This design comes from an exercise in tuning for small area, a short achievable clock period and few clock cycles per item on the open sky130 flow, not from production work. RTL that was checked went through simulation tests only; none was proved equivalent to the original. Power is estimated from default activity; no workload was simulated.

Design iz_carrier_unit, start of the top module:
module iz_carrier_unit (
    input  wire         clk,
    input  wire         rst,
    input  wire         in_valid,
    output wire         in_ready,
    input  wire [1:0]   in_op,
    input  wire [255:0] in_a,
    input  wire [255:0] in_b,
    output reg          out_valid,
    input  wire         out_ready,
    output wire [255:0] out_data,
    output wire [2:0]   out_exc
);
For scale: roughly 8300 cells after synthesis, ~240 flip-flops, about 780 I/O pins, roughly 62000 µm² of cells after synthesis.
==> flow/config.mk <==
export PLATFORM = sky130hd
export DESIGN_NAME = iz_carrier_unit
export DESIGN_NICKNAME = iz_carrier_unit
export VERILOG_FILES = /design/flow/design.v
export SDC_FILE = /design/flow/constraint.sdc
export NUM_CORES = 4
export LEC_CHECK = 0
export CAP_MARGIN = 20
export CORE_MARGIN = 2
export CORE_UTILIZATION = 25
export PLACE_DENSITY = 0.35
export SLEW_MARGIN = 20
==> flow/constraint.sdc <==
create_clock -name core_clock -period 40.0 [get_ports {clk}]
set_input_delay 8.0000 -clock core_clock [delete_from_list [all_inputs] [get_ports {clk}]]
set_output_delay 8.0000 -clock core_clock [all_outputs]
set_load 0.01 [all_outputs]
run.sh (not shown) runs the stock make flow with config.mk's settings and CLKGATE_MAP_FILE= SYNTH_SCRIPT=/design/flow/synth_recipe.tcl, a recipe that flattens the netlist after the stock synthesis.
Change:
ABC_AREA = 1   (was not set)
Synthesized cell count came out higher by about 20%.
Clock power came out higher by about 3%.
Register-to-register slack is better by 0.99 ns.
Core utilization came out lower by 0.62 points.
Global-route usage came out lower by 3.8 points.
Hold slack is better by 0.029 ns.
Function was not checked in any run of this note: the RTL went through the layout flow alone.


## the baseline
iz_carrier_unit, a different RTL version from the one above (not shown whole).
For scale: ~9,700 cells after synthesis, ~240 flip-flops, roughly 780 I/O pins, ~61,000 um2 of cells after synthesis.
export LEC_CHECK = 0
export ABC_AREA = 1
export CAP_MARGIN = 20
export CORE_MARGIN = 2
export CORE_UTILIZATION = 50
export PLACE_DENSITY = 0.65
export SLEW_MARGIN = 20
create_clock -name core_clock -period 40.0 [get_ports {clk}]
standard.sh (not shown) runs the stock make flow with config.mk's settings and CLKGATE_MAP_FILE= SYNTH_SCRIPT=/design/flow/synth_recipe.tcl, a recipe that flattens the netlist after the stock synthesis.
==> flow/flow/run.sh <==
#!/bin/bash
# Layout flow: the standard ORFS flow, run with a setup-slack margin so
# that ORFS's timing repair works towards a shorter achieved period than the
# 40 ns clock asks for. Clock, constraints and every other step are the
# standard ones. The make output goes to flow_make.log in this folder.
set -euo pipefail
MARGIN=${MARGIN:-22}
bash standard.sh SETUP_SLACK_MARGIN=$MARGIN finish > flow_make.log 2>&1
Testbench counts of the baseline, summed over its fixed seeds: cycles 12,008, items 12,000.
--- input diff the baseline..the candidate ---
==> flow/flow/run.sh <==
#!/bin/bash
# Layout flow: the standard ORFS flow (standard.sh), with three changes to
# how the layout is made:
#  - synthesis maps the logic with the ABC script in flow/abc_area.script
#    (an area-oriented mapping in place of ORFS's abc_area.script); the rest
#    of synthesis is the standard one, so registers keep their names and cells;
#  - ORFS's timing repair works to a setup-slack margin, so that it aims at a
#    shorter achieved period than the 40 ns clock asks for;
#  - the buffer that the standard flow puts on every port is buf_1.
# Clock, constraints and every other step are the standard ones. Each make
# run's output goes to a log file in this folder.
set -euo pipefail
MARGIN=${MARGIN:-22}
rm -rf synth_scripts
cp -r "$FLOW_HOME/scripts" synth_scripts
cp flow/abc_area.script synth_scripts/abc_area.script
bash standard.sh SCRIPTS_DIR="$PWD/synth_scripts" synth > flow_synth.log 2>&1
bash standard.sh SETUP_SLACK_MARGIN=$MARGIN \
    "BUFFER_PORTS_ARGS=-buffer_cell sky130_fd_sc_hd__buf_1" finish > flow_make.log 2>&1
==> flow/flow/abc_area.script (new file) <==
strash
&get -n
&fraig -x
&put
scorr
dc2
strash
&get -n
&dch -f
&nf
&put
topo
stime -c
--- outcome ---
The candidate did not finish: a tool error stopped it during 5_1_grt.
The candidate ended with less height of the die than the baseline.
Between the candidate and the baseline, final RePlAce weighted congestion is lower for the candidate, the baseline comes in above that.
Sort the candidate and the baseline by complex-gate fraction of the synthesized area desc -> top: the candidate


== run A ==
iz_carrier_unit, a different RTL version from the one above (not shown whole).
For scale: roughly 9500 cells after synthesis, ~240 flip-flops, ~780 I/O pins, roughly 0.060 mm^2 of cells after synthesis.
Design iz_carrier_unit, start of the top module:
module iz_carrier_unit (
    input  wire         clk,
    input  wire         rst,
    input  wire         in_valid,
    output wire         in_ready,
    input  wire [1:0]   in_op,
    input  wire [255:0] in_a,
    input  wire [255:0] in_b,
    output reg          out_valid,
    input  wire         out_ready,
    output wire [255:0] out_data,
    output wire [2:0]   out_exc
);
Settings: LEC_CHECK=0, ABC_AREA=1, CAP_MARGIN=20, CORE_MARGIN=2, CORE_UTILIZATION=45, PLACE_DENSITY=0.6, SLEW_MARGIN=20; clock period 40.0 ns.
==> flow/flow/run.sh <==
#!/bin/bash
# Layout flow: the standard ORFS flow, with two changes to how the layout
# is made: ORFS's timing repair works to a setup-slack margin, so that it aims
# at a shorter achieved period than the 40 ns clock asks for, and the buffer
# that the standard flow puts on every port is the small buf_1. Clock,
# constraints and every other step are the standard ones. The make output goes
# to flow_make.log in this folder.
set -euo pipefail
MARGIN=${MARGIN:-23.5}
bash standard.sh SETUP_SLACK_MARGIN=$MARGIN \
    "BUFFER_PORTS_ARGS=-buffer_cell sky130_fd_sc_hd__buf_1" finish > flow_make.log 2>&1
In summary, run A completed successfully, with a layout that passed the timing, design-rule and antenna checks.
Testbench counts of run A, summed over its fixed seeds: cycles 12,008, items 12,000.
What run B does differently from run A at the input level:
# run A
export LEC_CHECK = 0
export ABC_AREA = 1
export CAP_MARGIN = 20
export CORE_MARGIN = 2
export CORE_UTILIZATION = 45
export PLACE_DENSITY = 0.6
export SLEW_MARGIN = 20
create_clock -name core_clock -period 40.0 [get_ports {clk}]
# run B
export LEC_CHECK = 0
export ABC_AREA = 1
export CAP_MARGIN = 20
export CORE_MARGIN = 2
export CORE_UTILIZATION = 40
export PLACE_DENSITY = 0.55
export SLEW_MARGIN = 20
create_clock -name core_clock -period 40.0 [get_ports {clk}]
Findings:
Summary: minimum hold slack, run B better than run A. Going from run A to run B, design area went up about 0.64%, wire length went up 13000 um.
For run C, these inputs were changed with respect to run B:
diff --git a/flow/flow/run.sh b/flow/flow/run.sh
--- a/flow/flow/run.sh
+++ b/flow/flow/run.sh
@@ -9 +9 @@
-MARGIN=${MARGIN:-23.5}
+MARGIN=${MARGIN:-22.5}
Results
Against run B, the final cell area of run C is lower.
Number of antenna violations at the first check in global routing of run C exceeds that of run B by more than 10%.
Largest net degree at the start of global routing on run C is down relative to run B.
Relative to run B, combinational-cell power consumption has gone down in run C.
Proportion of layout cells with a drive suffix above 1: run C vs run B down 2.5 points
The higher total power of the final layout came out of run B.


main:
Another version of the RTL of iz_carrier_unit (not shown whole).
Size: roughly 9500 cells after synthesis, ~240 flip-flops, roughly 780 I/O pins, ~60000 um^2 of cells after synthesis.
==> flow/config.mk <==
export PLATFORM = sky130hd
export DESIGN_NAME = iz_carrier_unit
export DESIGN_NICKNAME = iz_carrier_unit
export VERILOG_FILES = /design/flow/design.v
export SDC_FILE = /design/flow/constraint.sdc
export NUM_CORES = 4
export LEC_CHECK = 0
export ABC_AREA = 1
export CAP_MARGIN = 20
export CORE_MARGIN = 2
export CORE_UTILIZATION = 40
export PLACE_DENSITY = 0.55
export SLEW_MARGIN = 20
==> flow/constraint.sdc <==
create_clock -name core_clock -period 40.0 [get_ports {clk}]
set_input_delay 8.0000 -clock core_clock [delete_from_list [all_inputs] [get_ports {clk}]]
set_output_delay 8.0000 -clock core_clock [all_outputs]
set_load 0.01 [all_outputs]
==> flow/flow/run.sh <==
#!/bin/bash
# Layout flow: the standard ORFS flow, with two changes to how the layout
# is made: ORFS's timing repair works to a setup-slack margin, so that it aims
# at a shorter achieved period than the 40 ns clock asks for, and the buffer
# that the standard flow puts on every port is the small buf_1. Clock,
# constraints and every other step are the standard ones. The make output goes
# to flow_make.log in this folder.
set -euo pipefail
MARGIN=${MARGIN:-22}
bash standard.sh SETUP_SLACK_MARGIN=$MARGIN \
    "BUFFER_PORTS_ARGS=-buffer_cell sky130_fd_sc_hd__buf_1" finish > flow_make.log 2>&1
Testbench counts of main, summed over its fixed seeds: cycles 12,008, items 12,000.
#### Input delta (the feature branch over main)
--- a/flow/flow/run.sh
+++ b/flow/flow/run.sh
@@ -8,3 +8,3 @@
 set -euo pipefail
-MARGIN=${MARGIN:-22}
+MARGIN=${MARGIN:-23.5}
 bash standard.sh SETUP_SLACK_MARGIN=$MARGIN \
Findings:
Between main and the feature branch, the buffer and inverter count on the worst path is lower for main. Re number of DRC markers after the initial detailed-route iteration: the feature branch is about 13% up on main. Re share of the clock period used by the worst path: the feature branch is 3.0 points down on main. The feature branch | stages: all done | timing, DRC, antenna: all pass. Setup skew after layout for the feature branch: 14 ps up relative to main. STATUS switching component of the power: the feature branch loses against main. Combined area of the multi-input logic cells: higher on the feature branch. Looking only at worst-margin pin slew, and setting everything else aside, the lower value of main and the feature branch goes to the feature branch. The post-synthesis instance area was comparable across main and the feature branch.

## afterwards: timing with drivers on the ports
No port has a modelled driver above. Below, the same layouts with a new extraction and two added sets of constraints.
Step 1 (the two cells are an assumption about what drives the block):
set clk [get_ports {clk}]
set_driving_cell -lib_cell sky130_fd_sc_hd__clkbuf_16 $clk
set_driving_cell -lib_cell sky130_fd_sc_hd__buf_2 [delete_from_list [all_inputs] $clk]
Step 2 moves the port delays by t, midway between the first and last clock arrival at a register: inputs arrive t later, outputs are due t later. That takes back most of the time a late clock gives input paths.
Three values: ideal, step 1, step 2; two values: the first two.
run | shift t [ns] | setup slack, ns | hold slack, ns | clock arrival spread, ns | worst register clock-pin slew, ns
the first run of note 1 | 0.730 | 15.764 / 15.666 / 15.454 | 0.525 / 0.525 / 0.525 | 0.071 / 0.071 | 0.07 / 0.07
the second run of note 1 | 0.734 | 15.642 / 15.554 / 15.549 | 0.554 / 0.554 / 0.554 | 0.066 / 0.067 | 0.09 / 0.09
the baseline | 0.710 | 21.808 / 21.828 / 21.118 | 0.573 / 0.573 / 0.573 | 0.045 / 0.045 | 0.07 / 0.07
run A | 0.706 | 23.501 / 23.561 / 22.857 | 0.555 / 0.555 / 0.555 | 0.045 / 0.045 | 0.11 / 0.11
run B | 0.694 | 23.580 / 23.558 / 22.950 | 0.578 / 0.578 / 0.578 | 0.060 / 0.059 | 0.10 / 0.10
run C | 0.655 | 22.636 / 22.688 / 22.032 | 0.559 / 0.559 / 0.559 | 0.053 / 0.053 | 0.08 / 0.08
main | 0.704 | 22.154 / 22.101 / 21.522 | 0.542 / 0.542 / 0.542 | 0.033 / 0.033 | 0.08 / 0.08
the feature branch | 0.699 | 23.365 / 23.287 / 22.861 | 0.539 / 0.539 / 0.539 | 0.043 / 0.044 | 0.09 / 0.09
After both steps every run listed still meets setup and hold. The setup slack of the baseline, which loses most, moves by +0.020 ns with the drivers and by -0.690 ns with both steps.
